Context: an optimization exercise on an open-source flow, tuned for small area, a short achievable clock period and few clock cycles per item. The choices shown serve that exercise and are no tape-out recipe. The RTL was checked by simulation tests, not by an equivalence proof against the original design.

**design/flow/run.sh**
```bash
#!/bin/bash
# synth_recipe.tcl (not shown) runs the flow's synth.tcl, then flattens the netlist and writes it again
# the make line also repeats each setting of config.mk as NAME=value (left out here)
make -C /OpenROAD-flow-scripts/flow DESIGN_CONFIG=/design/flow/config.mk WORK_HOME=/design/flow/orfs CLKGATE_MAP_FILE= SYNTH_SCRIPT=/design/flow/synth_recipe.tcl finish
```
**design/flow/design.v**
```verilog
module div_unit (
    input  wire        clk,
    input  wire        rst,
    input  wire        start,
    input  wire [1:0]  op,       
    input  wire [63:0] a,        
    input  wire [63:0] b,        
    output wire        ready,
    output reg         done,
    output reg  [63:0] quot,
    output reg  [63:0] rem
);
    localparam S_IDLE = 2'd0, S_RUN = 2'd1, S_FIX = 2'd2;
    reg [1:0]   state;
    reg [6:0]   count;           
    reg [63:0]  dvd;             
    reg [63:0]  dvs;             
    reg [63:0]  part;            
    reg [63:0]  qbits;           
    reg         neg_q, neg_r;    
    reg         is32, is_signed;
    reg         div0, ovf;
    reg [63:0]  a_ext;           
    assign ready = (state == S_IDLE);
    wire        sgn   = ~op[0];
    wire        w32   = op[1];
    wire [63:0] a_x   = w32 ? (sgn ? {{32{a[31]}}, a[31:0]} : {32'd0, a[31:0]}) : a;
    wire [63:0] b_x   = w32 ? (sgn ? {{32{b[31]}}, b[31:0]} : {32'd0, b[31:0]}) : b;
    wire        a_neg = sgn & a_x[63];
    wire        b_neg = sgn & b_x[63];
    wire [63:0] a_mag = a_neg ? (64'd0 - a_x) : a_x;
    wire [63:0] b_mag = b_neg ? (64'd0 - b_x) : b_x;
    wire        b_zero = (b_x == 64'd0);
    wire        a_min  = w32 ? (a_x == 64'hFFFFFFFF80000000) : (a_x == 64'h8000000000000000);
    wire        b_m1   = (b_x == 64'hFFFFFFFFFFFFFFFF);
    wire [64:0] trial = {part, dvd[63]} - {1'b0, dvs};
    wire        fits  = ~trial[64];
    wire [63:0] q_mag = qbits;
    wire [63:0] r_mag = part;
    wire [63:0] q_s   = neg_q ? (64'd0 - q_mag) : q_mag;
    wire [63:0] r_s   = neg_r ? (64'd0 - r_mag) : r_mag;
    always @(posedge clk) begin
        if (rst) begin
            state <= S_IDLE;
            done  <= 1'b0;
        end else begin
            done <= 1'b0;
            case (state)
                S_IDLE: begin
                    if (start) begin
                        dvd       <= w32 ? {a_mag[31:0], 32'd0} : a_mag;
                        dvs       <= b_mag;
                        part      <= 64'd0;
                        qbits     <= 64'd0;
                        neg_q     <= a_neg ^ b_neg;
                        neg_r     <= a_neg;
                        is32      <= w32;
                        is_signed <= sgn;
                        div0      <= b_zero;
                        ovf       <= sgn & a_min & b_m1;
                        a_ext     <= a_x;
                        count     <= w32 ? 7'd32 : 7'd64;
                        state     <= S_RUN;
                    end
                end
                S_RUN: begin
                    part  <= fits ? trial[63:0] : {part[62:0], dvd[63]};
                    dvd   <= {dvd[62:0], 1'b0};
                    qbits <= {qbits[62:0], fits};
                    count <= count - 7'd1;
                    if (count == 7'd1) state <= S_FIX;
                end
                default: begin   
                    if (div0) begin
                        quot <= 64'hFFFFFFFFFFFFFFFF;
                        rem  <= a_ext;
                    end else if (ovf) begin
                        quot <= a_ext;
                        rem  <= 64'd0;
                    end else if (is32) begin
                        quot <= is_signed ? {{32{q_s[31]}}, q_s[31:0]} : {32'd0, q_s[31:0]};
                        rem  <= is_signed ? {{32{r_s[31]}}, r_s[31:0]} : {32'd0, r_s[31:0]};
                    end else begin
                        quot <= q_s;
                        rem  <= r_s;
                    end
                    done  <= 1'b1;
                    state <= S_IDLE;
                end
            endcase
        end
    end
endmodule
```
**design/flow/constraint.sdc**
```tcl
create_clock -name core_clock -period 10.0 [get_ports {clk}]
set_input_delay 2.0000 -clock core_clock [delete_from_list [all_inputs] [get_ports {clk}]]
set_output_delay 2.0000 -clock core_clock [all_outputs]
set_load 0.01 [all_outputs]
```
**design/flow/config.mk**
```make
export PLATFORM = sky130hd
export DESIGN_NAME = div_unit
export DESIGN_NICKNAME = div_unit
export VERILOG_FILES = /design/flow/design.v
export SDC_FILE = /design/flow/constraint.sdc
export NUM_CORES = 4
export LEC_CHECK = 0
export CAP_MARGIN = 20
export CORE_MARGIN = 2
export CORE_UTILIZATION = 40
export SLEW_MARGIN = 20
```
==> results of run 1 <==
==> registers in the layout, indices dropped and copies added, names as in the netlist, 2 cells and up <==
register  count
part         64
quot         64
rem          64
state         2
qbits        64
dvd          64
a_ext        64
count         7
dvs          64
==> cell families (layout without fill, tap and decap cells) <==
logic type,after synthesis,count (layout),share of synthesized area [%]
simple gates,1098,1098,18.0
compound gates,759,759,16.4
flops,464,464,48.9
xor+xnor,290,290,8.93
buf+inv,285,522,3.77
fa+ha+maj,72,72,3.19
mux,24,24,0.845
other cells,0,5,0
==> layer usage <==
| metal | up-vias | share of wire [%] | GRT usage [%] |
|---|---|---|---|
| li1 | 11239 | - | - |
| met1 | 11766 | 44 | 38.5 |
| met2 | 1131 | 45 | 41.3 |
| met3 | 148 | 8.2 | 4.09 |
| met4 | 0 | 3.4 | 9.44 |
| met5 | - | 0 | 0 |
==> cell type report <==
class	count	share of cell area, %
Clock buffer	63	4.17
Sequential cell	464	41.2
Antenna cell	5	0.0371
Inverter	131	1.46
Clock inverter	34	1.15
Timing Repair Buffer	294	8.49
Multi-Input combinational cell	2243	40.0
Tap cell	940	3.48
==> through the flow <==
stage          cell area, sq um  utilization, %  hold WS, ps  std cells
2_1_floorplan             28400               -          484       2992
3_3_place_gp              31900            45.5          494       4071
3_5_place_dp              31900            45.5          500       4071
4_1_cts                   33700            48.1          513       4168
5_1_grt                   33800            48.1          535       4173
6_report                  33800            48.1          513       4174
==> critical path, stage by stage <==
cell             delay (ps)
clkdlybuf4s50_1         530
or4_4                   560
or4_4                   470
or4_1                   690
or4b_4                  620
nor3_4                  310
and2_4                  210
nand2_2                  70
nor3b_2                 200
mux2i_1                 250
o22ai_2                  90
==> path summary, 6_finish.rpt <==
check	start	to	slack, ps	cells past startpoint
worst max-delay path	a[14]	dvd[51]	4310	11
worst min-delay path	dvd[58]	dvd[59]	510	2
worst max register to register	dvd[63]	part[6]	4670	14
worst min register to register	dvd[58]	dvd[59]	510	2
==> placed cells by master, fill, tap and decap left out, drive strengths merged, types with 26 or more instances in the layout <==
master,instances
ha,71
nor4,42
inv,131
or4,26
xor2,134
xnor2,156
a21oi,218
o21ai,243
nor2,274
edfxtp,461
nand3,54
nand4,41
buf,33
nor3,59
o22a,30
o31ai,59
or3,28
clkdlybuf4s50,261
and2,65
nand2,427
a21o,41
clkbuf,63
==> metrics.md, run 1 <==
| Metric | Value |
|---|---|
| Clock transition at path regs | 60 ps |
| Slew Viols, Final | 0 |
| Gate Count Post-Synth | 2,992 |
| Nets@finish | approximately 3.4k |
| Fin worst setup slack | 4310 ps |
| Multi-input logic area | approximately 0.014 sq mm |
| Core area | 0.0701 sq mm |
| Via count of the first global-routing pass | 23.1k |
| Final Hold Viols | 0 |
| Critical path type | primary input to register |
| Maxcap violations | 0 |
| Reg area | about 0.014 sq mm |
| EDFF count, synth | approximately 460 |
| Number of hold buffers added after cts | 0 |
| Setup Viol. Count Final | 0 |
| TritonCTS buffer count | 54 |
| Slew @ Worst Pin | 1080 ps |
| Initial core utilization | 40.5% |
| Relative slew slack | 27.8% |
| Post-CTS Resized | 0 |
| GRT overflow | 0 |
| DR pass1 iterations | 5 |
| Largest net degree at the start of global routing | 88 |
| Crit share post-route | between 50% and 60% |
| Num rows | 97 |
| Via count | about 24k |
| Crit end category | register |
| Routed Antenna Nets | 0 |
| Die Wd | 271 um |
| Chip Height | about 270 um |
| Syn Area/Cell | 9.50 sq um |
| Area delta synth->final | 18.8% |
| DR DRC count | 0 |
| Synth warnings | 1 |
| Max Fclk | approximately 180 MHz |
| WP data arrival | ~6000 ps |
| Syn nets | between 3k and 4k |
| RSZ-0062 raised after global routing | no |
| Post-DP HPWL | 76.5 mm |
| Skew-Pair Late Insertion Delay | 620 ps |
| Share of the synthesized area in the top cell type | between 40 and 50% |
| Hold Crit Class | register to register |
| Wire length of the first global-routing pass | between 150 and 200 mm |
| Startpoint Class | primary input |
| Sequential-to-total area share from yosys stat | about half |
| Status | timing/DRC/antenna clean |
| Setup Fix Bufs, Post-CTS | 0 |
| Most common cell in the netlist | edfxtp_1 |
| Initial antenna violation count | 6 |
| Clock Root Buffer | clkbuf_16 |
| Post-Syn Area | between 0.02 and 0.03 sq mm |
| Layout fillers | 6,640 |
| Total global routing track utilization | between 20% and 30% |
| Tmin final | around 5700 ps |
| H-tree depth | 2 |
| Ys flop type | edfxtp_1 |
| Unique masters post-synth | 77 |
| Yosys reg bits | between 400 and 500 |
| Post-DR wirelength/cell | roughly 24 um |
| Setup TNS | 0 ps |
| Die footprint | roughly 0.073 sq mm |
| Clk sink count | around 460 |
| Top cells by area, synth | edfxtp_1 (49%), nand2_1 (5.6%), xnor2_1 (4.8%) |
| Post-Place Worst Slack | roughly 3800 ps |
| Worst Clk Skew | 17.2 ps |
| Async S/R FF share, synth | 0% |
| RD Place Congestion | approximately 0.94 |
| Vias/cell | 5.82 |
| Share of layout cells above drive strength 1 | approximately 4.5% |
| Req. time, crit path | 10,330 ps |
| Post-Route WL | a little over 100 mm |
| Crit Path Max Fanout | 6 |
| CTS tree | built |
| I/O pin count | 263 |
| Port Buffers | about 260 |
| DR iter-0 viols | around 2.9k |
| Commonest cells in the netlist | edfxtp_1 (461), nand2_1 (426), nor2_1 (274) |
| Clk buf depth | 3 |
| Cell taking the most area after synthesis | edfxtp_1 |
Testbench counts, summed over its fixed seeds: cycles 1,195,712, ops 24,000.
==> run 2, diff against run 1 <==
==> design/flow/design.v (replaced) <==
module div_unit (
    input  wire        clk,
    input  wire        rst,
    input  wire        start,
    input  wire [1:0]  op,       
    input  wire [63:0] a,        
    input  wire [63:0] b,        
    output wire        ready,
    output reg         done,
    output wire [63:0] quot,
    output wire [63:0] rem
);
    localparam S_IDLE = 2'd0, S_ALIGN = 2'd1, S_ITER = 2'd2;
    reg [1:0]   state;
    reg [5:0]   count;           
    reg         sgn, w32;        
    reg [63:0]  r;               
    reg [63:0]  z;               
    reg [63:0]  zm;              
    reg [64:0]  y;               
    reg         cin;             
    reg         dneg;            
    reg         qneg;            
    wire last = (count == 6'd0);
    assign ready = (state == S_IDLE) | ((state == S_ITER) & last);
    assign quot  = z;
    assign rem   = r;
    wire        t_sgn = ~op[0];
    wire        t_w32 = op[1];
    wire [63:0] a_x = t_w32 ? {{32{t_sgn & a[31]}}, a[31:0]} : a;
    wire [63:0] b_x = t_w32 ? {{32{t_sgn & b[31]}}, b[31:0]} : b;
    wire        an = sgn & zm[63];
    wire        bn = sgn & y[63];
    wire [63:0] xa = an ? ~zm : zm;
    wire [63:0] xb = bn ? ~y[63:0] : y[63:0];
    function [6:0] msb7;         
        input [63:0] v;
        integer i;
        begin
            msb7 = 7'h7f;
            for (i = 0; i < 64; i = i + 1)
                if (v[i]) msb7 = i;
        end
    endfunction
    wire        a_p2 = ~|(zm[62:0] & ~zm[63:1]);
    wire [7:0]  ma   = {msb7(xa)} ;
    wire [7:0]  msa  = {ma[6], ma[6:0]} + {7'd0, an & a_p2};
    wire [7:0]  msbb = {msb7(xb)};
    wire [7:0]  msb_b = {msbb[6], msbb[6:0]};
    wire [7:0]  k    = msa - msb_b;
    wire        b0   = ~bn & (y[63:0] == 64'd0);
    wire        imm  = k[7] | b0;
    wire [5:0]  ks   = k[5:0] | {6{k[6]}};
    wire [64:0] bsh  = {bn, y[63:0]} << ks;
    wire        sub  = (an == bn);
    wire        ovf32 = w32 & sgn & (zm[31:0] == 32'h80000000) & (y[31:0] == 32'hFFFFFFFF);
    wire [64:0] x    = {dneg & r[63], r};
    wire [64:0] t    = x + y + {64'd0, cin};
    wire [64:0] zc   = {x[63:0] | y[63:0], cin};
    wire        t0   = ((x ^ y) == zc);
    wire        q    = dneg ? (t[64] | t0) : ~t[64];
    always @(posedge clk) begin
        if (rst) begin
            state <= S_IDLE;
            done  <= 1'b0;
        end else begin
            done <= 1'b0;
            case (state)
                S_ALIGN: begin
                    if (imm) begin
                        done  <= 1'b1;
                        state <= S_IDLE;
                    end else begin
                        state <= S_ITER;
                    end
                end
                S_ITER: begin
                    if (last) begin
                        done  <= 1'b1;
                        state <= start ? S_ALIGN : S_IDLE;
                    end
                end
                default: begin
                    if (start) state <= S_ALIGN;
                end
            endcase
        end
    end
    always @(posedge clk) begin
        if (ready) begin
            zm  <= a_x;
            y   <= {1'b0, b_x};
            sgn <= t_sgn;
            w32 <= t_w32;
        end
        case (state)
            S_ALIGN: begin
                r     <= zm;
                z     <= {64{b0}};
                zm    <= 64'hFFFFFFFFFFFFFFFF;
                y     <= sub ? ~bsh : bsh;
                cin   <= sub;
                dneg  <= an;
                qneg  <= (an ^ bn) | ovf32;
                count <= ks;
            end
            S_ITER: begin
                if (q) r <= t[63:0];
                z  <= (q & qneg) ? {zm[62:0], 1'b1} : {z[62:0], q};
                if (!last) begin
                    zm <= {zm[62:0], ~q};
                    y  <= {y[64], y[64:1]};
                    count <= count - 6'd1;
                end
            end
            default: ;
        endcase
    end
endmodule
--- a/design/flow/config.mk
+++ b/design/flow/config.mk
@@ -5,7 +5,9 @@
 export SDC_FILE = /design/flow/constraint.sdc
 export NUM_CORES = 4
 export LEC_CHECK = 0
+export ABC_CLOCK_PERIOD_IN_PS = 5000
 export CAP_MARGIN = 20
 export CORE_MARGIN = 2
 export CORE_UTILIZATION = 40
+export SETUP_SLACK_MARGIN = 5
 export SLEW_MARGIN = 20
==> run 2 against run 1 <==
  * Worst setup slack got worse by 1100 ps
  * Non-clock buffer count increased by 265
  * Via count increased by 36%
  * Critical endpoint is now y[28]
  * First-iteration DRC count increased by 71%
  * Largest cell class is now multi-input combinational cells
  * Still clean on timing, DRC and antenna
  * Wire length increased by 43%
  * Fmax decreased by 16%
  * Clock skew increased by 6.0 ps
  * Register-to-register slack got worse by 1400 ps
==> metrics.md, run 2 <==
| Metric | Value |
|---|---|
| TritonCTS buffer count | 37 |
| Chip Height | around 270 um |
| Unique masters post-synth | 96 |
| Largest register FFs | 65 |
| Syn nets | roughly 4.0k |
| RD Place Congestion | 1.04 |
| Syn Area/Cell | 7.56 sq um |
| Gate Count Post-Synth | between 3k and 4k |
| Num rows | 97 |
| Critical path type | register to register |
| FF-to-FF End | y[28] |
| Multi-input logic area | about 0.021 sq mm |
| Top reg by flops | y |
| Initial core utilization | about two fifths |
| Via count of the first global-routing pass | roughly 29k |
| GRT overflow | 0 |
| Clk sink count | ~270 |
| Die Wd | roughly 270 um |
| Vias/cell | between 6 and 7 |
| Fin util | between 50% and 60% |
| Top cells by area, synth | edfxtp_1 (15%), dfxtp_1 (9.3%), mux2i_1 (7.7%) |
| Via count | 33.1k |
| Nets@finish | between 4k and 5k |
| Ys flop type | edfxtp_1 |
| Share of the synthesized area in the top cell type | 15.0% |
| DR iter-0 viols | about 4.9k |
| Async S/R FF share, synth | 0% |
| Max Fclk | about 150 MHz |
| Worst hold stages | 2 |
| Skew-Pair Late Insertion Delay | a little under 600 ps |
| WP data arrival | roughly 7200 ps |
| EDFF count, synth | 140 |
| Setup Viol. Count Final | 0 |
| Share of layout cells above drive strength 1 | a little under a fifth |
| Post-Route WL | approximately 140 mm |
| DR pass1 iterations | 6 |
| Slew @ Worst Pin | around 1200 ps |
| Clk buf depth | 3 |
| Worst hold start | state[0] |
| Relative slew slack | 21.9% |
| Commonest cells in the netlist | a21oi_1 (363), nand2_1 (324), clkbuf_1 (277) |
| WHS Endpoint | state[0] |
| Routed Antenna Nets | 0 |
| Setup TNS | 0 ps |
| Startpoint Class | register |
| Number of hold buffers added after cts | 0 |
| Status | timing/DRC/antenna clean |
| Clock transition at path regs | roughly 70 ps |
| Most common cell in the netlist | a21oi_1 |
| Die footprint | 0.0723 sq mm |
| Crit share post-route | 67.5% |
| Worst Clk Skew | between 20 and 25 ps |
| Total global routing track utilization | roughly 38% |
| DR DRC count | 0 |
| Cell taking the most area after synthesis | edfxtp_1 |
| Hold Crit Class | register to register |
| Worst reg-to-reg path cell count | 23 |
| Clock Root Buffer | clkbuf_16 |
| Post-DR wirelength/cell | about 29 um |
| Req. time, crit path | about 10,000 ps |
| Slew Viols, Final | 0 |
| CTS tree | built |
| Reg area | roughly 0.0069 sq mm |
| Commonest non-fill, non-tap cells in the layout | a21oi_1 (331), nand2_1 (309), clkdlybuf4s50_1 (262) |
| Post-DP HPWL | ~100 mm |
| RSZ-0062 raised after global routing | yes |
| Layout fillers | 6,616 |
| I/O pin count | about 260 |
| Worst flop-to-flop path startpoint | y[30] |
| Final Hold Viols | 0 |
| Crit Path Max Fanout | 10 |
| Largest net degree at the start of global routing | between 70 and 80 |
| Maxcap violations | 0 |
| Flop2flop setup slack | approximately 3200 ps |
| Port Buffers | ~260 |
| Tmin final | between 6000 and 7000 ps |
| Initial antenna violation count | 4 |
| Core area | around 0.07 sq mm |
| Crit end category | register |
| H-tree depth | 2 |
| Most common cell after layout, fill and taps aside | a21oi_1 |
| Synth warnings | 1 |
| Wire length of the first global-routing pass | 202 mm |
| Area delta synth->final | 31.5% |
| Yosys reg bits | about 270 |
| Post-Syn Area | roughly 0.028 sq mm |
| Sequential-to-total area share from yosys stat | between 20% and 30% |
==> run 2: repair_timing <==
| item | 4_1_cts | 5_1_grt |
|---|---|---|
| buffers inserted | 117 | 99 |
| cloned | 14 | 4 |
| setup endpoints to repair | 202 | 195 |
| resized for setup | 324 | 218 |
| pin swaps | 72 | 117 |
==> run 2: final cells by class <==
| type | instances | share of cell area (%) |
|---|---|---|
| multi-input cells | 2843 | 57.5 |
| flip-flops and latches | 271 | 18.6 |
| repair buffers | 559 | 15.2 |
| well taps | 940 | 3.19 |
| clock buffers | 51 | 2.73 |
| inverters | 234 | 2.41 |
| clock inverters | 15 | 0.278 |
| diodes | 4 | 0.0271 |
==> run 2: how the worst max path moves through the flow <==
stage	from	to	slack, ps	cells after the start
after floorplan	y[6]	y[43]	4500	26
after global placement	sgn	y[43]	1650	25
after detailed placement	sgn	y[43]	1540	25
after CTS	sgn	y[60]	3640	29
after global routing	sgn	y[60]	3190	29
final	y[30]	y[28]	3250	23
==> run 2: critical path: stages, from the launching register on <==
cell and delay, ps:
dfxtp_1 820, inv_1 390, o32ai_1 740, nand2_1 270, a21boi_1 300, o21bai_1 90, a211oi_1 350, ha_1 310
ha_2 330, a211o_4 420, a211oi_4 370, a211oi_4 90, buf_4 170, clkbuf_16 140, buf_4 130, buf_4 160
nand4_1 120, nand3_1 200, a31oi_4 310, a222oi_1 100, buf_4 190, or3_1 310, a31oi_1 180, a21oi_1 80
==> run 2: cells by family (layout without fill, tap and decap cells) <==
logic type / Yosys count / in the layout / synth area share [%]
AO/OA/AOI/OAI: 1292 / 1292 / 30.3
XOR/XNOR: 146 / 146 / 4.56
adder cells (fa/ha/maj): 148 / 148 / 6.68
buffers and inverters: 600 / 859 / 8.44
flip-flops: 271 / 271 / 24.3
multiplexers: 235 / 235 / 8.51
other: 0 / 4 / 0
AND/OR/NAND/NOR: 1017 / 1022 / 17.2
==> run 2: metrics by stage <==
step | worst slack [ps] | area [sq um] | hold WS, ps | std cells
floorplan | 4500 | 28300 | 480 | 3709
global placement | 1650 | 31100 | 536 | 4613
detailed placement | 1540 | 31100 | 539 | 4613
CTS | 3640 | 35000 | 550 | 4810
global route | 3190 | 36900 | 606 | 4915
finish | 3250 | 36900 | 556 | 4917
==> run 2: metal layers <==
layer / track usage [%] / part of all wire [%] / up-vias
met1: 52.2 / 40 / 15924
met5: 0 / 0.087 / -
met4: 16.2 / 5.5 / 6
li1: - / - / 14350
met2: 55.2 / 42 / 2367
met3: 9.09 / 12 / 468
Testbench counts of run 2, summed over its fixed seeds: cycles 209,522, ops 24,000.
==> run 3, diff against run 2 <==
--- a/design/flow/config.mk
+++ b/design/flow/config.mk
@@ -5,7 +5,7 @@
 export SDC_FILE = /design/flow/constraint.sdc
 export NUM_CORES = 4
 export LEC_CHECK = 0
-export ABC_CLOCK_PERIOD_IN_PS = 5000
+export ABC_CLOCK_PERIOD_IN_PS = 2000
 export CAP_MARGIN = 20
 export CORE_MARGIN = 2
 export CORE_UTILIZATION = 40
==> run 3 against run 2 <==
  * Design area unchanged
  * Synthesized cell count unchanged
  * Fmax unchanged
  * Register-to-register slack about the same
  * Critical path type unchanged
  * Area after synthesis unchanged
==> metrics.md, run 3 <==
| Metric | Value |
|---|---|
| H-tree depth | 2 |
| Fin worst setup slack | ~3200 ps |
| Setup Viol. Count Final | 0 |
| Commonest non-fill, non-tap cells in the layout | a21oi_1 (331), nand2_1 (309), clkdlybuf4s50_1 (262) |
| Tmin final | roughly 6800 ps |
| Wire length of the first global-routing pass | between 200 and 250 mm |
| Ys flop type | edfxtp_1 |
| Most common cell in the netlist | a21oi_1 |
| Via count of the first global-routing pass | slightly below 30k |
| Slew Viols, Final | 0 |
| Core area | between 0.06 and 0.07 sq mm |
| Via count | roughly 33k |
| Hold Crit Class | register to register |
| Worst Clk Skew | 23.2 ps |
| Share of the synthesized area in the top cell type | roughly 15% |
| Relative slew slack | between 20% and 30% |
| RSZ-0062 raised after global routing | yes |
| Top reg by flops | y |
| Initial core utilization | 40.2% |
| RD Place Congestion | 1.04 |
| FF-to-FF End | y[28] |
| Crit-path cells | inv_1, o32ai_1, nand2_1, a21boi_1, o21bai_1, a211oi_1, ha_1, ha_2, a211o_4, a211oi_4, a211oi_4, buf_4, clkbuf_16, buf_4, buf_4, nand4_1, nand3_1, a31oi_4, a222oi_1, buf_4, or3_1, a31oi_1, a21oi_1 |
| Max Fclk | ~150 MHz |
| Crit Path Max Fanout | 10 |
| Port Buffers | between 200 and 300 |
| Clock transition at path regs | approximately 70 ps |
| Met1 usage | 52.2% |
| Area delta synth->final | 31.5% |
| Top cells by area, synth | edfxtp_1 (15%), dfxtp_1 (9.3%), mux2i_1 (7.7%) |
| Total global routing track utilization | 37.6% |
| Cell family with most CP delay | compound AO/OA/AOI/OAI gates |
| M3 GR Usage | a little under a tenth |
| Worst flop-to-flop path startpoint | y[30] |
| Clk buf depth | 3 |
| Chip Height | about 270 um |
| Worst path bufs/invs | 6 |
| Critical path's slowest cell | dfxtp_1 |
| Largest net degree at the start of global routing | 72 |
| Nets@finish | 4,227 |
| Share of layout cells above drive strength 1 | a little under a fifth |
| EDFF count, synth | between 100 and 150 |
| Unique masters post-synth | 96 |
| Layout fillers | 6,616 |
| Post-Syn Area | ~0.028 sq mm |
| TritonCTS buffer count | 37 |
| Clock Root Buffer | clkbuf_16 |
| Worst hold stages | 2 |
| WHS Endpoint | state[0] |
| Req. time, crit path | around 10,000 ps |
| Routed Antenna Nets | 0 |
| Synth warnings | 1 |
| Cell repeated most along the worst path | buf_4 |
| Clk sink count | roughly 270 |
| Critical path type | register to register |
| DR DRC count | 0 |
| Fin util | a little over half |
| Final Hold Viols | 0 |
| Crit end category | register |
| Commonest cells in the netlist | a21oi_1 (363), nand2_1 (324), clkbuf_1 (277) |
| Syn nets | between 3k and 4k |
| Worst hold start | state[0] |
| Largest register FFs | 65 |
| Busiest grt layer | met2 |
| Vias/cell | between 6 and 7 |
| Num rows | 97 |
| Die footprint | just over 0.07 sq mm |
| Slew @ Worst Pin | between 1000 and 1500 ps |
| Cell taking the most area after synthesis | edfxtp_1 |
| Largest stage delay, worst path | between 800 and 900 ps |
| Post-DR wirelength/cell | 29.4 um |
| Worst reg-to-reg path cell count | 23 |
| I/O pin count | between 200 and 300 |
| DR iter-0 viols | 4,948 |
| DR pass1 iterations | 6 |
| WP data arrival | around 7200 ps |
| Met2 Use GR | about 55% |
| Startpoint Class | register |
| Gate Count Post-Synth | 3,709 |
| Most common cell after layout, fill and taps aside | a21oi_1 |
| Flop2flop setup slack | around 3200 ps |
| Initial antenna violation count | 4 |
| Post-Route WL | approximately 140 mm |
| Sequential-to-total area share from yosys stat | around 24% |
| Post-Place Worst Slack | 1540 ps |
| Maxcap violations | 0 |
| Die Wd | 269 um |
| Critical Path Stages | 23 |
| Skew-Pair Late Insertion Delay | between 500 and 600 ps |
| Syn Area/Cell | 7.56 sq um |
| Async S/R FF share, synth | 0% |
| Crit share post-route | roughly two thirds |
| Status | timing/DRC/antenna clean |
| Setup TNS | 0 ps |
| Post-DP HPWL | between 100 and 150 mm |
| Yosys reg bits | ~270 |
| GRT overflow | 0 |
| Number of hold buffers added after cts | 0 |
| CTS tree | built |
## run 3: cell counts in the layout (fill, tap and decap cells not counted)
No cell type changed its count.
## run 3: worst max-delay path by stage
stage	startpoint	endpoint
after floorplan	y[6]	y[43]
after global placement	sgn	y[43]
after detailed placement	sgn	y[43]
after CTS	sgn	y[60]
after global routing	sgn	y[60]
final	y[30]	y[28]
## run 3: cells by family (layout without fill, tap and decap cells)
| kind of cell | Yosys count | in the layout | share of synthesized area (%) |
|---|---|---|---|
| AOI/OAI and AO/OA | 1292 | 1292 | 30.3 |
| xor gates and xnor gates | 146 | 146 | 4.56 |
| adders and majority gates | 148 | 148 | 6.68 |
| buffers and inverters | 600 | 859 | 8.44 |
| DFF | 271 | 271 | 24.3 |
| muxes | 235 | 235 | 8.51 |
| other | 0 | 4 | 0 |
| and+or+nand+nor | 1017 | 1022 | 17.2 |
## run 3: final cells by class
class,count,area (sq um),area share (%)
diodes,4,10.0,0.0271
clock inverters,15,103,0.278
repair buffers,559,5620,15.2
multi-input cells,2843,21200,57.5
clock buffers,51,1010,2.73
well taps,940,1180,3.19
flip-flops and latches,271,6870,18.6
inverters,234,890,2.41
## run 3: worst register-to-register path, cell delays in order (launching register included)
cell	delay, ps
dfxtp_1	820
inv_1	400
o32ai_1	740
nand2_1	270
a21boi_1	300
o21bai_1	90
a211oi_1	350
ha_1	310
ha_2	330
a211o_4	420
a211oi_4	370
a211oi_4	90
buf_4	170
clkbuf_16	140
buf_4	130
buf_4	160
nand4_1	130
nand3_1	200
a31oi_4	310
a222oi_1	110
buf_4	190
or3_1	310
a31oi_1	180
a21oi_1	80
## run 3: what timing repair did
action                                  4_1_cts  5_1_grt
cloned                                       14        4
resized for setup                           324      218
endpoints found under the setup margin      202      195
buffers inserted                            117       99
pin swaps                                    72      117
## run 3: per-layer routing
layer  share of wire (%)  routed length (um)
met3                  12               18000
met1                  40               58100
met2                  42               60500
met4                 5.5                8010
met5               0.087                 126
## run 3: per-stage QoR
step / area [sq um] / hold slack (ps) / instances
2_1_floorplan: 28300 / 480 / 3709
3_3_place_gp: 31100 / 536 / 4613
3_5_place_dp: 31100 / 539 / 4613
4_1_cts: 35000 / 550 / 4810
5_1_grt: 36900 / 606 / 4915
6_report: 36900 / 556 / 4917
==> run 4, diff against run 3 <==
==> design/flow/config.mk (replaced) <==
export PLATFORM = sky130hd
export DESIGN_NAME = div_unit
export DESIGN_NICKNAME = div_unit
export VERILOG_FILES = /design/flow/design.v
export SDC_FILE = /design/flow/constraint.sdc
export NUM_CORES = 4
export LEC_CHECK = 0
export CAP_MARGIN = 20
export CORE_MARGIN = 2
export CORE_UTILIZATION = 40
export SLEW_MARGIN = 20
==> run 4 against run 3 <==
  * Still clean on timing, DRC and antenna
  * Design area is 12% lower
  * Worst setup slack worse by 1800 ps
  * Final cell count is 4.5% lower
  * Count of clock-buffer cells in the layout is 1 higher
  * Critical path type unchanged
  * Critical endpoint is now y[64]
==> metrics.md, run 4 <==
| Metric | Value |
|---|---|
| Status | timing/DRC/antenna clean |
| Setup Viol. Count Final | 0 |
| Worst hold start | state[0] |
| Hold Crit Class | register to register |
| Initial core utilization | approximately 40% |
| Setup Fix Bufs, Post-CTS | 0 |
| Die Wd | around 270 um |
| TritonCTS buffer count | 38 |
| Commonest non-fill, non-tap cells in the layout | a21oi_1 (361), nand2_1 (324), clkdlybuf4s50_1 (262) |
| Post-DR wirelength/cell | ~29 um |
| Critical path type | register to register |
| Crit share post-route | a little under nine tenths |
| Tmin final | ~8600 ps |
| Num rows | just under 100 |
| Fin util | between 40% and 50% |
| Clock Root Buffer | clkbuf_16 |
| Most common cell in the netlist | a21oi_1 |
| Slew @ Worst Pin | 1160 ps |
| Share of the synthesized area in the top cell type | 15.0% |
| Critical path's slowest cell | nor3_4 |
| Multi-input logic area | about 0.019 sq mm |
| Initial antenna violation count | 3 |
| Relative slew slack | approximately 22% |
| Top reg by flops | y |
| Slew Viols, Final | 0 |
| Flop2flop setup slack | ~1400 ps |
| Port Buffers | between 200 and 300 |
| Clk buf depth | 3 |
| Commonest cells in the netlist | a21oi_1 (363), nand2_1 (324), clkbuf_1 (277) |
| Via count of the first global-routing pass | roughly 28k |
| WHS Endpoint | state[0] |
| Yosys reg bits | approximately 270 |
| Async S/R FF share, synth | 0% |
| Die footprint | just over 0.07 sq mm |
| Gate Count Post-Synth | 3,709 |
| Worst reg-to-reg path cell count | 23 |
| Vias/cell | around 6.7 |
| Area delta synth->final | 15.5% |
| DR DRC count | 0 |
| Wire length of the first global-routing pass | ~200 mm |
| Crit end category | register |
| Worst Clk Skew | around 33 ps |
| Crit-path cells | nand2_1, o311ai_0, a32oi_1, o22ai_1, a222oi_1, nor4_1, o211ai_1, a21oi_1, nor3_1, o32ai_1, ha_1, fa_1, and4b_1, or3_4, nor3_4, buf_4, mux2i_1, mux2i_1, mux2i_1, mux2i_1, a22oi_1, mux2i_1, nand3_1 |
| Unique masters post-synth | between 90 and 100 |
| Final Hold Viols | 0 |
| Startpoint Class | register |
| I/O pin count | between 200 and 300 |
| DR pass1 iterations | 6 |
| Largest register FFs | 65 |
| Nets@finish | 4,004 |
| Skew-Pair Late Insertion Delay | slightly below 600 ps |
| Routed Antenna Nets | 0 |
| Post-Route WL | about 140 mm |
| Post-Place Worst Slack | roughly 1800 ps |
| H-tree depth | 2 |
| Top cells by area, synth | edfxtp_1 (15%), dfxtp_1 (9.3%), mux2i_1 (7.7%) |
| Cell taking the most area after synthesis | edfxtp_1 |
| Setup TNS | 0 ps |
| EDFF count, synth | between 100 and 150 |
| Maxcap violations | 0 |
| Chip Height | 269 um |
| Crit Path Max Fanout | 29 |
| Max Fclk | about 120 MHz |
| RD Place Congestion | ~1.0 |
| Most common cell after layout, fill and taps aside | a21oi_1 |
| Core area | between 0.06 and 0.07 sq mm |
| Largest net degree at the start of global routing | between 70 and 80 |
| Worst hold stages | 2 |
| Post-route insts no fill | 4,695 |
| WP data arrival | just under 9000 ps |
| Syn Area/Cell | between 7 and 8 sq um |
| Syn nets | between 3k and 4k |
| Post-CTS Resized | 0 |
| FF-to-FF End | y[64] |
| Sequential-to-total area share from yosys stat | about a quarter |
| Clk sink count | 271 |
| DR iter-0 viols | approximately 4.6k |
| Post-Syn Area | roughly 0.028 sq mm |
| Post-Place Cells | between 4k and 5k |
| Largest stage delay, worst path | roughly 830 ps |
| RSZ-0062 raised after global routing | no |
| Worst flop-to-flop path startpoint | y[63] |
| Reg area | between 0.006 and 0.007 sq mm |
| Cell repeated most along the worst path | mux2i_1 |
| Via count | 31.3k |
| Ys flop type | edfxtp_1 |
| Share of layout cells above drive strength 1 | under 10% |
| Clock transition at path regs | 60 ps |
| Synth warnings | 1 |
| Total global routing track utilization | 36.4% |
| CTS tree | built |
| Post-DP HPWL | roughly 100 mm |
| Number of hold buffers added after cts | 0 |
| GRT overflow | 0 |
| Layout fillers | between 7k and 8k |
| Req. time, crit path | between 10,000 and 15,000 ps |
| Fin worst setup slack | approximately 1400 ps |
-- run 4: layout make-up --
| class | count | share of cell area [%] |
|---|---|---|
| Sequential cell | 271 | 21.1 |
| Antenna cell | 2 | 0.0154 |
| Inverter | 234 | 2.71 |
| Tap cell | 940 | 3.63 |
| Clock buffer | 52 | 3.42 |
| Timing Repair Buffer | 340 | 9.90 |
| Clock inverter | 18 | 0.525 |
| Multi-Input combinational cell | 2838 | 58.7 |
-- run 4: kinds of logic (layout without fill, tap and decap cells) --
group | count (synthesis) | after routing | share of synthesized area, %
multiplexers | 235 | 235 | 8.51
buffers and inverters | 600 | 644 | 8.44
other | 0 | 2 | 0
AND/OR/NAND/NOR | 1017 | 1017 | 17.2
XOR/XNOR | 146 | 146 | 4.56
AO/OA/AOI/OAI | 1292 | 1292 | 30.3
flip-flops | 271 | 271 | 24.3
adder cells (fa/ha/maj) | 148 | 148 | 6.68
-- run 4: through the flow --
step	hold slack [ps]	area [sq um]
floorplan	480	28100
detailed placement	530	31100
CTS	542	32400
global route	571	32400
finish	547	32400
global placement	533	31100
-- run 4: how the worst max path moves through the flow --
stage,start,cells after the start,to,slack [ps]
detailed placement,y[63],26,y[64],1790
finish,y[63],23,y[64],1420
global placement,y[63],25,y[64],1940
global route,y[63],26,y[64],900
CTS,y[63],26,y[64],1760
floorplan,state[0],7,r[0],3540
-- run 4: metal layers --
metal	part of all wire, %	GRT usage (%)	vias to the layer above
met4	4.3	13.9	4
met1	42	50.8	15084
met3	11	8.15	290
met5	0.017	0	-
met2	43	54.5	1983
li1	-	-	13901
-- run 4: critical path: cells and delay by family, from the launching register on --
kind            cells  cell delay, ps
simple gates        7            2920
compound gates      8            1830
flops               1             580
buf+inv             1             550
mux                 5            1310
fa+ha+maj           2            1060

separate check: timing with driven ports:
Ports are ideal in the flow. The routed layouts listed here were re-timed in OpenROAD. Step 1 sets driving cells, clkbuf_16 on the clock port and buf_2 on the other inputs (assumed; they add their load-dependent delay and slew). Step 2 also shifts input and output timing later by t, the mid clock arrival at the registers, as if the neighbouring blocks saw the same clock. Three values: ideal ports, drivers, drivers and shift; two values: the first two.
run	t, ns	slack for setup (ns)	cell pins on the clock port's net
run 1	0.667	4.314 / 4.347 / 3.680	1
run 2	0.637	3.247 / 3.247 / 3.247	1
run 3	0.637	3.247 / 3.247 / 3.247	1
run 4	0.641	1.419 / 1.419 / 1.419	1
After both steps every run listed still meets setup and hold. For run 1, which loses most, drivers alone change the setup slack by +0.033 ns; drivers and shift together by -0.634 ns.
